Source: an optimization exercise on an open RTL-to-GDS flow (aim: small area, a short achievable clock period and few clock cycles per item). Production flows keep margins and buffers that such runs may drop.
Only simulation tests tie the RTL to the original design; equivalence was not proved.
No activity file was given, so power comes from the tool's default toggle rates.

==> flow/design.v <==
module ae_select (
    input  wire         clk,
    input  wire         rst,           
    input  wire         start,         
    output wire         ready,
    output reg          done,          
    input  wire [127:0] cell_v,        
    input  wire [15:0]  cell_prev,     
    input  wire [63:0]  cell_dwell,    
    input  wire [7:0]   cell_hot,
    input  wire [7:0]   cell_out,
    input  wire [7:0]   cell_fb,        
    input  wire [4:0]   level_n,       
    input  wire         level_neg,     
    input  wire         charging,
    input  wire         pulse_req,     
    input  wire [15:0]  band,          
    input  wire [15:0]  band_min,      
    input  wire [15:0]  spread_lim,    
    input  wire [15:0]  hot_release,   
    input  wire [7:0]   dwell_min,     
    input  wire [5:0]   swap_max,      
    output wire [15:0]  cell_state,    
    output reg          level_short,
    output reg          spread_high,
    output reg  [5:0]   swap_cnt,
    output reg  [4:0]   dwell_cnt,     
    output reg          pulse_ok,
    output reg  [2:0]   pulse_idx
);
    localparam N = 8;
    localparam [1:0] ST_BLOCK  = 2'b00;
    localparam [1:0] ST_BYPASS = 2'b01;
    localparam [1:0] ST_POS    = 2'b10;
    localparam [1:0] ST_NEG    = 2'b11;
    localparam [2:0] S_IDLE  = 3'd0;
    localparam [2:0] S_PREP  = 3'd1;
    localparam [2:0] S_PRIO  = 3'd2;
    localparam [2:0] S_ADJ   = 3'd3;
    localparam [2:0] S_SWAP  = 3'd4;
    localparam [2:0] S_PULSE = 3'd5;
    localparam [2:0] S_DONE  = 3'd6;
    reg [2:0] fsm;
    reg [15:0] v     [0:N-1];
    reg [1:0]  prev  [0:N-1];
    reg [7:0]  dwell [0:N-1];
    reg [N-1:0] hot_r, out_r, fb_r;
    reg [4:0]  n_r;
    reg        neg_r, chg_dir_r, pulse_req_r;
    reg [15:0] band_r, band_min_r, spread_lim_r, hot_release_r;
    reg [7:0]  dwell_min_r;
    reg [5:0]  swap_max_r;
    reg [1:0]   st    [0:N-1];   
    reg [N-1:0] pool;            
    reg [N-1:0] touched;         
    reg [1:0]   prio  [0:N-1];   
    reg [4:0]   pool_cnt;
    reg [19:0]  pool_sum;
    reg [15:0]  pool_vmin, pool_vmax;
    reg [4:0]   n_prev;
    reg [4:0]   adj_left;
    reg         adj_add;         
    reg [15:0]  b_eff;
    wire [1:0] ins = neg_r ? ST_NEG : ST_POS;
    genvar g;
    generate
        for (g = 0; g < N; g = g + 1) begin : g_out
            assign cell_state[2*g +: 2] = st[g];
        end
    endgenerate
    assign ready = (fsm == S_IDLE);
    reg [1:0]   s1_st  [0:N-1];
    reg [N-1:0] s1_pool, s1_touched;
    reg [4:0]   s1_cnt, s1_nprev;
    reg [19:0]  s1_sum;
    reg [15:0]  s1_vmin, s1_vmax;
    integer i;
    always @(*) begin
        s1_cnt   = 5'd0;
        s1_nprev = 5'd0;
        s1_sum   = 20'd0;
        s1_vmin  = 16'hffff;
        s1_vmax  = 16'h0000;
        for (i = 0; i < N; i = i + 1) begin
            s1_pool[i]    = !out_r[i] && (!neg_r || fb_r[i]);
            s1_st[i]      = ST_BYPASS;
            s1_touched[i] = 1'b0;
            if (prev[i] == ST_BLOCK) begin
                if (!out_r[i])
                    s1_touched[i] = 1'b1;
            end else if (prev[i] != ST_BYPASS) begin
                if (prev[i] == ins && s1_pool[i])
                    s1_st[i] = ins;
                else
                    s1_touched[i] = 1'b1;
            end
            if (s1_pool[i]) begin
                s1_cnt = s1_cnt + 5'd1;
                s1_sum = s1_sum + {4'd0, v[i]};
                if (v[i] < s1_vmin) s1_vmin = v[i];
                if (v[i] > s1_vmax) s1_vmax = v[i];
                if (s1_st[i] == ins) s1_nprev = s1_nprev + 5'd1;
            end
        end
    end
    reg [1:0]  pr_prio [0:N-1];
    reg [20:0] pr_vc, pr_lim, pr_dev;
    reg [20:0] pr_sum;
    always @(*) begin
        pr_sum = {1'b0, pool_sum};
        pr_lim = hot_release_r * pool_cnt;
        for (i = 0; i < N; i = i + 1) begin
            pr_vc = v[i] * pool_cnt;
            pr_dev = (pr_vc >= pr_sum) ? (pr_vc - pr_sum) : (pr_sum - pr_vc);
            pr_prio[i][1] = (dwell[i] < dwell_min_r);
            pr_prio[i][0] = hot_r[i] && !(pr_dev > pr_lim);
        end
    end
    wire [15:0] spread   = (pool_cnt != 5'd0) ? (pool_vmax - pool_vmin) : 16'd0;
    wire        spr_high = (spread > spread_lim_r);
    reg [N-1:0] fa_valid, fr_valid;    
    reg         fa_use_prio;
    reg         fa_found, fr_found;
    reg [2:0]   fa_idx, fr_idx;
    reg [20:0]  fa_key, fr_key, k;
    always @(*) begin
        fa_found = 1'b0; fa_idx = 3'd0; fa_key = 21'd0;
        fr_found = 1'b0; fr_idx = 3'd0; fr_key = 21'd0;
        for (i = 0; i < N; i = i + 1) begin
            k = {(fa_use_prio ? prio[i] : 2'b00),
                 (chg_dir_r ? {v[i], i[2:0]} : ~{v[i], i[2:0]})};
            if (fa_valid[i] && (!fa_found || k < fa_key)) begin
                fa_found = 1'b1; fa_idx = i[2:0]; fa_key = k;
            end
            k = {prio[i], (chg_dir_r ? ~{v[i], i[2:0]} : {v[i], i[2:0]})};
            if (fr_valid[i] && (!fr_found || k < fr_key)) begin
                fr_found = 1'b1; fr_idx = i[2:0]; fr_key = k;
            end
        end
    end
    always @(*) begin
        fa_use_prio = 1'b1;
        for (i = 0; i < N; i = i + 1) begin
            fa_valid[i] = 1'b0;
            fr_valid[i] = 1'b0;
            case (fsm)
                S_ADJ: begin
                    fa_valid[i] = pool[i] && (st[i] != ins);
                    fr_valid[i] = pool[i] && (st[i] == ins);
                end
                S_SWAP: begin
                    fa_valid[i] = pool[i] && (st[i] != ins) && !touched[i]
                                  && (prio[i] == 2'd0);
                    fr_valid[i] = pool[i] && (st[i] == ins) && !touched[i]
                                  && (prio[i] == 2'd0);
                end
                S_PULSE: begin
                    fa_valid[i] = pool[i] && !prio[i][0] && (st[i] != ins)
                                  && (prev[i] == ST_BYPASS || prev[i] == ST_BLOCK);
                end
                default: ;
            endcase
        end
        if (fsm == S_PULSE)
            fa_use_prio = 1'b0;
    end
    reg  [15:0] va, vr;
    always @(*) begin
        va = 16'd0;
        vr = 16'd0;
        for (i = 0; i < N; i = i + 1) begin
            if (fa_idx == i[2:0]) va = v[i];
            if (fr_idx == i[2:0]) vr = v[i];
        end
    end
    wire [16:0] sw_diff = chg_dir_r ? ({1'b0, vr} - {1'b0, va})
                                    : ({1'b0, va} - {1'b0, vr});
    wire        sw_gt   = !sw_diff[16] && (sw_diff[15:0] > b_eff);
    wire        sw_go   = (swap_cnt < swap_max_r) && fa_found && fr_found && sw_gt;
    always @(posedge clk) begin
        if (rst) begin
            fsm  <= S_IDLE;
            done <= 1'b0;
        end else begin
            done <= 1'b0;
            case (fsm)
                S_IDLE: begin
                    if (start) begin
                        for (i = 0; i < N; i = i + 1) begin
                            v[i]     <= cell_v[16*i +: 16];
                            prev[i]  <= cell_prev[2*i +: 2];
                            dwell[i] <= cell_dwell[8*i +: 8];
                        end
                        hot_r         <= cell_hot;
                        out_r         <= cell_out;
                        fb_r          <= cell_fb;
                        n_r           <= level_n;
                        neg_r         <= level_neg;
                        chg_dir_r     <= charging;
                        pulse_req_r   <= pulse_req;
                        band_r        <= band;
                        band_min_r    <= band_min;
                        spread_lim_r  <= spread_lim;
                        hot_release_r <= hot_release;
                        dwell_min_r   <= dwell_min;
                        swap_max_r    <= swap_max;
                        fsm           <= S_PREP;
                    end
                end
                S_PREP: begin
                    for (i = 0; i < N; i = i + 1)
                        st[i] <= s1_st[i];
                    pool      <= s1_pool;
                    touched   <= s1_touched;
                    pool_cnt  <= s1_cnt;
                    pool_sum  <= s1_sum;
                    pool_vmin <= s1_vmin;
                    pool_vmax <= s1_vmax;
                    n_prev    <= s1_nprev;
                    fsm       <= S_PRIO;
                end
                S_PRIO: begin
                    for (i = 0; i < N; i = i + 1)
                        prio[i] <= pr_prio[i];
                    spread_high <= spr_high;
                    b_eff       <= spr_high ? band_min_r : band_r;
                    level_short <= (n_r > pool_cnt);
                    if (n_r >= n_prev) begin
                        adj_add  <= 1'b1;
                        adj_left <= n_r - n_prev;
                    end else begin
                        adj_add  <= 1'b0;
                        adj_left <= n_prev - n_r;
                    end
                    swap_cnt  <= 6'd0;
                    dwell_cnt <= 5'd0;
                    pulse_ok  <= 1'b0;
                    pulse_idx <= 3'd0;
                    fsm       <= S_ADJ;
                end
                S_ADJ: begin
                    if (adj_left != 5'd0 && adj_add && fa_found) begin
                        for (i = 0; i < N; i = i + 1)
                            if (fa_idx == i[2:0]) begin
                                st[i]      <= ins;
                                touched[i] <= 1'b1;
                                if (prio[i][1]) dwell_cnt <= dwell_cnt + 5'd1;
                            end
                        adj_left <= adj_left - 5'd1;
                    end else if (adj_left != 5'd0 && !adj_add && fr_found) begin
                        for (i = 0; i < N; i = i + 1)
                            if (fr_idx == i[2:0]) begin
                                st[i]      <= ST_BYPASS;
                                touched[i] <= 1'b1;
                                if (prio[i][1]) dwell_cnt <= dwell_cnt + 5'd1;
                            end
                        adj_left <= adj_left - 5'd1;
                    end else begin
                        fsm <= S_SWAP;
                    end
                end
                S_SWAP: begin
                    if (sw_go) begin
                        for (i = 0; i < N; i = i + 1) begin
                            if (fr_idx == i[2:0]) begin
                                st[i]      <= ST_BYPASS;
                                touched[i] <= 1'b1;
                            end
                            if (fa_idx == i[2:0]) begin
                                st[i]      <= ins;
                                touched[i] <= 1'b1;
                            end
                        end
                        swap_cnt <= swap_cnt + 6'd1;
                    end else begin
                        fsm <= S_PULSE;
                    end
                end
                S_PULSE: begin
                    pulse_ok  <= pulse_req_r && fa_found;
                    pulse_idx <= (pulse_req_r && fa_found) ? fa_idx : 3'd0;
                    fsm       <= S_DONE;
                end
                S_DONE: begin
                    done <= 1'b1;
                    fsm  <= S_IDLE;
                end
                default: fsm <= S_IDLE;
            endcase
        end
    end
endmodule
==> flow/run.sh <==
#!/bin/bash
# synth_recipe.tcl (not shown) runs the flow's synth.tcl, then flattens the netlist and writes it again
# the make line also repeats each setting of config.mk as NAME=value (left out here)
make -C /OpenROAD-flow-scripts/flow DESIGN_CONFIG=/design/flow/config.mk WORK_HOME=/design/flow/orfs CLKGATE_MAP_FILE= SYNTH_SCRIPT=/design/flow/synth_recipe.tcl finish
==> flow/config.mk <==
export PLATFORM = sky130hd
export DESIGN_NAME = ae_select
export DESIGN_NICKNAME = ae_select
export VERILOG_FILES = /design/flow/design.v
export SDC_FILE = /design/flow/constraint.sdc
export NUM_CORES = 4
export LEC_CHECK = 0
export CAP_MARGIN = 20
export CELL_PAD_IN_SITES_DETAIL_PLACEMENT = 1
export CORE_MARGIN = 2
export CORE_UTILIZATION = 25
export PLACE_DENSITY = 0.35
export SLEW_MARGIN = 20
==> flow/constraint.sdc <==
create_clock -name core_clock -period 45.0 [get_ports {clk}]
set_input_delay 9.0000 -clock core_clock [delete_from_list [all_inputs] [get_ports {clk}]]
set_output_delay 9.0000 -clock core_clock [all_outputs]
set_load 0.01 [all_outputs]
==> report_table.html <==
<table>
<tr><th>Metric</th><th>Value</th></tr>
<tr><th colspan="2">Clocking</th></tr>
<tr><td>Number of buffers between clock root and the deepest sink</td><td>4</td></tr>
<tr><td>Number of clock sinks</td><td>471</td></tr>
<tr><td>CTS Root Buffer Type</td><td>sky130_fd_sc_hd__clkbuf_16</td></tr>
<tr><td>Number of buffers inserted for hold repair after clock tree synthesis</td><td>0</td></tr>
<tr><td>Skew-Pair Late Insertion Delay</td><td>840 ps</td></tr>
<tr><td>Number of buffers added for setup after CTS</td><td>0</td></tr>
<tr><td>Register clock-pin slew on the reported worst setup and hold paths</td><td>60 ps</td></tr>
<tr><td>H-tree Lvls</td><td>3</td></tr>
<tr><td>Resize count post-CTS</td><td>0</td></tr>
<tr><td>Total clock buffers created by CTS</td><td>74</td></tr>
<tr><td>CTS tree</td><td>done</td></tr>
<tr><th colspan="2">Finish</th></tr>
<tr><td>Layout area overhead</td><td>14.1%</td></tr>
<tr><td>Largest registers</td><td>v (128), dwell (64), pool_sum (20)</td></tr>
<tr><td>Fraction of layout instances using a drive strength above 1</td><td>0.0704</td></tr>
<tr><td>Number of flip-flops in the largest register</td><td>128</td></tr>
<tr><td>Register with the most flip-flops</td><td>v</td></tr>
<tr><td># nets final</td><td>13226</td></tr>
<tr><td>Utilization after layout</td><td>0.286</td></tr>
<tr><th colspan="2">Synthesis</th></tr>
<tr><td>Top cells by area in the synthesized netlist</td><td>sky130_fd_sc_hd__ha_1 21%, sky130_fd_sc_hd__edfxtp_1 16%, sky130_fd_sc_hd__fa_1 9.1%</td></tr>
<tr><td>Sequential-to-total area share from yosys stat</td><td>0.158</td></tr>
<tr><td>Cell type with the highest aggregate area in the netlist</td><td>sky130_fd_sc_hd__ha_1</td></tr>
<tr><td>Most used flip-flop cell after synthesis</td><td>sky130_fd_sc_hd__edfxtp_1</td></tr>
<tr><td>Synth cell types</td><td>105</td></tr>
<tr><td>Synthesized cell area</td><td>89300 um2</td></tr>
<tr><td>Gate Count Post-Synth</td><td>10710</td></tr>
<tr><td>FFs w/ async S/R, synth</td><td>0</td></tr>
<tr><td>Area share of the leading cell type in the synthesized netlist</td><td>0.213</td></tr>
<tr><td>Avg Inst Size Synth</td><td>8.34 um2</td></tr>
<tr><td>Total number of yosys warnings</td><td>8</td></tr>
<tr><td>Total of flip-flops plus latches after synthesis</td><td>471</td></tr>
<tr><td>Post-synth EDFFs</td><td>467</td></tr>
<tr><td>Post-Synthesis Net Count</td><td>12958</td></tr>
<tr><th colspan="2">Global routing</th></tr>
<tr><td>Global route total overflow</td><td>0</td></tr>
<tr><td>First-pass GRT wire length</td><td>668 mm</td></tr>
<tr><td>Largest net degree at the start of global routing</td><td>110</td></tr>
<tr><td>Number of antenna violations at the first check in global routing</td><td>44</td></tr>
<tr><td>Overall track demand over capacity in global routing</td><td>0.256</td></tr>
<tr><td>Number of global-route vias before repair</td><td>88195</td></tr>
<tr><th colspan="2">Detailed routing</th></tr>
<tr><td>Final wirelength</td><td>475 mm</td></tr>
<tr><td>Number of antenna-violating nets in the routed design</td><td>0</td></tr>
<tr><td>First-pass iteration count of the detailed router</td><td>16</td></tr>
<tr><td>Routed length per instance</td><td>30.0 um</td></tr>
<tr><td>DRC violation total after the first TritonRoute iteration</td><td>5487</td></tr>
<tr><td>Post-detailed-route via-to-cell ratio</td><td>5.28</td></tr>
<tr><td>Remaining routing DRC violations</td><td>0</td></tr>
<tr><td>Via total after detailed routing</td><td>83401</td></tr>
<tr><th colspan="2">Power</th></tr>
<tr><td>Leakage power of the design</td><td>46.9 nW</td></tr>
<tr><td>Pwr dens</td><td>61.3 nW/um2</td></tr>
<tr><td>Worst VDD drop</td><td>0.0415 mV</td></tr>
<tr><th colspan="2">Critical path</th></tr>
<tr><td>Kind of end point of the critical path</td><td>flop</td></tr>
<tr><td>CP arrival</td><td>30490 ps</td></tr>
<tr><td>Crit Reg-Reg Endpoint</td><td>swap_cnt[3]</td></tr>
<tr><td>Critical path class</td><td>reg -&gt; reg</td></tr>
<tr><td>Cell family contributing the most delay on the critical path</td><td>compound AO/OA/AOI/OAI gates</td></tr>
<tr><td>Cell repeated most along the worst path</td><td>sky130_fd_sc_hd__a21oi_1</td></tr>
<tr><td>Critical path startpoint category</td><td>flop</td></tr>
<tr><td>Setup slack, reg-to-reg</td><td>14930 ps</td></tr>
<tr><td>Buffers &amp; Inverters on Critical Path</td><td>8</td></tr>
<tr><td>Number of cell instances on the worst register-to-register path</td><td>99</td></tr>
<tr><td>Required time of the critical path</td><td>45420 ps</td></tr>
<tr><td>Library cell contributing the largest single delay on the critical path</td><td>sky130_fd_sc_hd__nor2_2</td></tr>
<tr><td>Beginning of the worst register-to-register path</td><td>fsm[0]</td></tr>
<tr><td>Critical path peak fanout</td><td>33</td></tr>
<tr><td>Critical path's largest stage delay</td><td>790 ps</td></tr>
<tr><th colspan="2">Worst hold path</th></tr>
<tr><td>Hold Path End</td><td>b_eff[8]</td></tr>
<tr><td>Startpoint of the tightest hold check path</td><td>band_min_r[8]</td></tr>
<tr><td>Min-Delay Path Depth</td><td>2</td></tr>
<tr><td>Hold/Removal Path Class</td><td>reg -&gt; reg</td></tr>
<tr><th colspan="2">Outcome</th></tr>
<tr><td>Status</td><td>no timing/DRC/antenna violations</td></tr>
<tr><th colspan="2">Timing</th></tr>
<tr><td>Worst hold slack</td><td>510 ps</td></tr>
<tr><td>F_max</td><td>33.3 MHz</td></tr>
<tr><td>Clock period minus final worst setup slack</td><td>30070 ps</td></tr>
<tr><td>Final hold viol count</td><td>0</td></tr>
<tr><td>Post-Route Skew</td><td>83.8 ps</td></tr>
<tr><td>Sum of negative setup slack</td><td>0 ps</td></tr>
<tr><td>Fin crit share</td><td>0.668</td></tr>
<tr><td>Worst max-slew margin expressed relative to the limit</td><td>0.133</td></tr>
<tr><td>Pins over their slew limit</td><td>0</td></tr>
<tr><td>Setup repair after global routing missed its margin</td><td>no</td></tr>
<tr><td>Slew at the pin with the worst max-slew slack</td><td>1300 ps</td></tr>
<tr><td>Total setup violations reported at the end of the flow</td><td>0</td></tr>
<tr><th colspan="2">Place</th></tr>
<tr><td>Routability Congestion</td><td>0.954</td></tr>
<tr><td>Number of buffers inserted by port buffering</td><td>355</td></tr>
<tr><td>Post-detailed-placement half-perimeter wirelength</td><td>386 mm</td></tr>
<tr><th colspan="2">Floorplan</th></tr>
<tr><td>Starting Density</td><td>0.251</td></tr>
<tr><td>Chip Width</td><td>602 um</td></tr>
<tr><td>Die Y</td><td>602 um</td></tr>
<tr><td>IO Count</td><td>356</td></tr>
<tr><td>Placement Rows</td><td>219</td></tr>
<tr><td>Die area</td><td>362000 um2</td></tr>
<tr><td>Standard cell core area</td><td>356000 um2</td></tr>
<tr><th colspan="2">Run</th></tr>
<tr><td>Max-cap viol count</td><td>0</td></tr>
</table>
## worst min-delay path, stage by stage, from the launching register on
cell	delay [ps]
sky130_fd_sc_hd__edfxtp_1	320
sky130_fd_sc_hd__nand2_1	50
sky130_fd_sc_hd__nand2_1	40
## cell usage after synthesis, types with 25 or more instances
library cell / instances
sky130_fd_sc_hd__a211o_1: 26
sky130_fd_sc_hd__a211oi_1: 99
sky130_fd_sc_hd__a21boi_0: 61
sky130_fd_sc_hd__a21o_1: 430
sky130_fd_sc_hd__a21oi_1: 725
sky130_fd_sc_hd__a221o_1: 27
sky130_fd_sc_hd__a221oi_1: 56
sky130_fd_sc_hd__a31oi_1: 73
sky130_fd_sc_hd__and2_1: 252
sky130_fd_sc_hd__and3_1: 53
sky130_fd_sc_hd__and4_1: 33
sky130_fd_sc_hd__buf_1: 70
sky130_fd_sc_hd__buf_2: 33
sky130_fd_sc_hd__clkbuf_1: 379
sky130_fd_sc_hd__edfxtp_1: 467
sky130_fd_sc_hd__fa_1: 406
sky130_fd_sc_hd__ha_1: 1521
sky130_fd_sc_hd__inv_1: 1131
sky130_fd_sc_hd__mux2_2: 207
sky130_fd_sc_hd__mux2i_1: 286
sky130_fd_sc_hd__nand2_1: 952
sky130_fd_sc_hd__nand2b_1: 144
sky130_fd_sc_hd__nand3_1: 180
sky130_fd_sc_hd__nand4_1: 156
sky130_fd_sc_hd__nor2_1: 671
sky130_fd_sc_hd__nor2b_1: 159
sky130_fd_sc_hd__nor3_1: 152
sky130_fd_sc_hd__nor4_1: 32
sky130_fd_sc_hd__o211ai_1: 56
sky130_fd_sc_hd__o21a_1: 144
sky130_fd_sc_hd__o21ai_0: 549
sky130_fd_sc_hd__o21bai_1: 94
sky130_fd_sc_hd__o221ai_1: 32
sky130_fd_sc_hd__o22ai_1: 25
sky130_fd_sc_hd__o31ai_1: 32
sky130_fd_sc_hd__or2_2: 40
sky130_fd_sc_hd__or3_1: 47
sky130_fd_sc_hd__xnor2_1: 364
sky130_fd_sc_hd__xor2_1: 217
## cell families after synthesis
kind of cell    share of synthesized area
compound gates                      0.196
buf+inv                            0.0693
fa+ha+maj                           0.304
simple gates                        0.157
mux                                0.0582
flops                               0.158
xor+xnor                           0.0570
## how the worst max path moves through the flow
stage	start	cells past startpoint	endpoint	slack, ps
after floorplan	chg_dir_r	109	st[5][0]	22010
after global placement	fsm[0]	94	swap_cnt[4]	15200
after detailed placement	fsm[0]	97	swap_cnt[4]	15200
after CTS	fsm[0]	99	swap_cnt[3]	15050
after global routing	fsm[0]	97	swap_cnt[3]	13080
final	fsm[0]	99	swap_cnt[3]	14930
## final cells by class
class	count	area (um2)
multi-input cells	8612	69200
flip-flops and latches	471	14100
inverters	1138	4270
repair buffers	681	6050
fillers	42024	254000
diodes	20	50.0
clock buffers	82	1900
well taps	4751	5940
clock inverters	44	338
## cells in the final DEF, fill, tap and decap left out, drive strengths merged, types with 62 or more instances in the layout
| cell | netlist | layout |
|---|---|---|
| nor3 | 153 | 153 |
| nand2b | 144 | 144 |
| mux2i | 286 | 286 |
| inv | 1133 | 1139 |
| buf | 109 | 326 |
| o21a | 144 | 144 |
| nand3 | 180 | 180 |
| a31oi | 74 | 74 |
| a21o | 430 | 430 |
| a211oi | 101 | 101 |
| clkbuf | 380 | 82 |
| ha | 1521 | 1521 |
| a21boi | 62 | 62 |
| edfxtp | 467 | 467 |
| clkdlybuf4s50 | 0 | 355 |
| nor2b | 159 | 159 |
| mux2 | 207 | 207 |
| a21oi | 728 | 728 |
| xnor2 | 364 | 364 |
| o21bai | 94 | 94 |
| nor2 | 671 | 671 |
| xor2 | 217 | 217 |
| and2 | 253 | 253 |
| fa | 406 | 406 |
| o21ai | 562 | 562 |
| nand2 | 953 | 953 |
| nand4 | 156 | 156 |
## where the power goes
group	internal [mW]	leakage, nW	switching (mW)	total (mW)
Sequential	0.525	4.32	0.0204	0.546
Combinational	2.02	41.5	3.10	5.12
Clock	0.322	1.07	0.257	0.578
Total	2.87	46.9	3.38	6.24
## stage by stage
step	worst slack, ps	cells	area, um2	total power [mW]
final	14930	15799	102000	6.24
after global routing	13080	15781	102000	6.85
after CTS	15050	15778	102000	6.27
after detailed placement	15200	15652	99600	5.64
after global placement	15200	15651	99500	5.52
after floorplan	22010	10710	89300	4.03
## layer usage
metal  vias up  routed length, um  global-route usage
met4        14              22300               0.104
met3       669              21100              0.0311
met1     42397             212000               0.332
met5         -                 97                   0
li1      38263                  -                   -
met2      2058             219000               0.427
Testbench counts, summed over its fixed seeds: cycles 38,197, items 4,800.

## afterwards: timing with drivers on the ports
No port has a modelled driver above. Below, the same layout with a new extraction and two added sets of constraints.
Step 1 assumes that a clkbuf_16 drives the clock port and a buf_2 every other input.
Step 2 moves the port delays by t, midway between the first and last clock arrival at a register: inputs arrive t later, outputs are due t later. That takes back most of the time a late clock gives input paths.
Three values: ideal, step 1, step 2; two values: the first two.
shift t [ns]: 0.917
setup WS [ns]: 14.932 / 14.932 / 14.932
worst register clock-pin slew, ns: 0.08 / 0.08
After both steps setup and hold are still met in this run. For this run, drivers alone change the setup slack by 0.000 ns; drivers and shift together by 0.000 ns.
